Context: an optimization exercise on an open-source flow, tuned for small area, a short achievable clock period and few clock cycles per item. The choices shown serve that exercise and are no tape-out recipe.
Function was checked by simulation only, so behaviour that the tests miss may differ from the original.

== run A ==
Design sha256_core, start of the top module:
module sha256_core (
    input  wire         clk,
    input  wire         rst,
    input  wire         start,
    input  wire [255:0] state_in,
    input  wire [511:0] block_in,
    output wire         ready,
    output reg          done,
    output wire [255:0] state_out
);
clock: 34.0 ns
lec_check: 0
abc_area: 1
cap_margin: 20
core_margin: 2
core_utilization: 40
slew_margin: 20
standard.sh (not shown) runs the stock make flow with config.mk's settings and CLKGATE_MAP_FILE= SYNTH_SCRIPT=/design/flow/synth_recipe.tcl, a recipe that flattens the netlist after the stock synthesis.
==> flow/flow/run.sh <==
#!/bin/bash
# The standard ORFS layout (the standard.sh), with these changes to how
# it is made:
#  - synthesis skips the generic ABC pass that Yosys's synth runs before the
#    adder extraction (SYNTH_ARGS=-noabc); the registers are the same, and
#    the final ABC mapping still runs;
#  - the port buffers are the smallest buffer instead of the resizer's pick
#    (every port still gets its own buffer);
#  - from clock tree synthesis on, timing repair aims for a larger setup
#    slack than zero, so that the achieved period gets shorter.  The clock
#    and the SDC are the standard flow's.
# The tools' output goes to standard_*.log; ORFS's own logs are under orfs/logs.
set -euo pipefail
MARGIN=$(cat flow/margin.txt)
COMMON=("SYNTH_ARGS=-noabc" "BUFFER_PORTS_ARGS=-buffer_cell sky130_fd_sc_hd__buf_1")
bash standard.sh "${COMMON[@]}" synth floorplan place > standard_1.log 2>&1
bash standard.sh "${COMMON[@]}" "SETUP_SLACK_MARGIN=$MARGIN" cts route finish > standard_2.log 2>&1
==> flow/flow/margin.txt <==
25
The flow did not stop early for run A: all stages ran, and the layout cleared the timing, design-rule and antenna checks.
Testbench counts of run A, summed over its fixed seeds: cycles 79,208, items 2,400.
[inputs] run B vs run A
- CORE_UTILIZATION now 50, was 40
==> flow/flow/run.sh <==
#!/bin/bash
# The standard ORFS layout (the standard.sh), with three changes to how
# it is made:
#  - synthesis skips the generic ABC pass that Yosys's synth runs before the
#    adder extraction (SYNTH_ARGS=-noabc); the registers are the same, and
#    the final ABC mapping still runs;
#  - the port buffers are the smallest buffer instead of the resizer's pick
#    (every port still gets its own buffer);
#  - timing repair aims for a larger setup slack than zero, so that the
#    achieved period gets shorter.  The clock and the SDC are the standard flow's.
# The tools' output goes to standard.log; ORFS's own logs are under orfs/logs.
set -euo pipefail
MARGIN=$(cat flow/margin.txt)
bash standard.sh "SYNTH_ARGS=-noabc" \
    "BUFFER_PORTS_ARGS=-buffer_cell sky130_fd_sc_hd__buf_1" \
    "SETUP_SLACK_MARGIN=$MARGIN" finish > standard.log 2>&1
==> flow/flow/margin.txt <==
25.3
==> results.txt <==
Compared with run A, in run B die footprint down 20%; final hold slack flat. Run A vs run B, capturing instance or port of the critical path: hs[253] vs hs[252]. Diff run A -> run B | detailed-route wire length per cell | down by a few percent. Sum of met3 wire segment lengths after detailed routing: run B vs run A up 23%. [compare] base=run A new=run B: summed instance area of the synthesized netlist essentially unchanged; layout filler cell count decreased about 26%.
The inputs of run C differ from those of run B as listed below.
- a change of CORE_UTILIZATION from 50 to 40
==> flow/flow/margin.txt <==
25
## What came out
Every stage of the flow completed for run C, and the final layout passed the timing, design-rule and antenna checks. Run C reports its startpoint of the worst setup timing path as wst[122] while run B reports wst[98]. Compared with run B, total wire length in run C increased by a little under 10%. Changes observed in run C relative to run B: worst setup slack decreased by 0.068 ns relative to the old numbers, starting density of the core down 10 points, worst setup slack before clock tree synthesis decreased 0.22 ns, first-iteration DRC count decreased by 303 relative to the old numbers, core utilization fell by 12 points. Measured against each other, run C and run B differ in non-clock buffer count, the lower figure coming from run C.
#### Input delta (run D over run C)
==> flow/flow/margin.txt <==
26
==> results.txt <==
[compare] base=run C new=run D: highest attainable clock frequency saw an increase; share of final layout cell area taken by non-clock buffers rose by 4.1 points; violation count after the first detailed-route iteration decreased by about 6% relative to the old numbers; design area climbed 7.9%; width of the die closely matched the old numbers.
Here is what was changed in the inputs of run E compared with run D.
- CORE_UTILIZATION changed from 40 to 50
==> flow/flow/margin.txt <==
25
Results
In the final design statistics, run E uses fewer standard cells in total than run D. Per the comparison of run E with run D, non-clock buffer count shrank by 347, final area fell about 9%. In the metrics for run D and run E, the one carrying the lower period utilization is run D. Run D → run E: number of port buffers was more or less identical; critical path depth dropped 3. Changes observed in run E relative to run D: number of setup buffers added after CTS shrank by 258; global-route usage grew by 5.4 points.

-- what the ideal ports hide --
No port has a modelled driver above. Below, the same layouts with a new extraction and two added sets of constraints.
Step 1: set_driving_cell puts a clkbuf_16 on clk and a buf_2 on each other input, an assumption about the parent block.
Step 2 moves the port delays by t, midway between the first and last clock arrival at a register: inputs arrive t later, outputs are due t later. That takes back most of the time a late clock gives input paths.
Three values: ideal ports, drivers, drivers and shift; two values: the first two.
| run | t, ns | setup slack, ns | worst register clock-pin slew, ns |
|---|---|---|---|
| run A | 0.885 | 25.074 / 25.074 / 25.074 | 0.07 / 0.07 |
| run B | 0.845 | 25.142 / 25.142 / 25.142 | 0.07 / 0.07 |
| run C | 0.885 | 25.074 / 25.074 / 25.074 | 0.07 / 0.07 |
| run D | 0.921 | 25.330 / 25.330 / 25.330 | 0.07 / 0.07 |
| run E | 0.849 | 25.104 / 25.104 / 25.104 | 0.07 / 0.07 |
After both steps setup and hold are still met in every run listed.
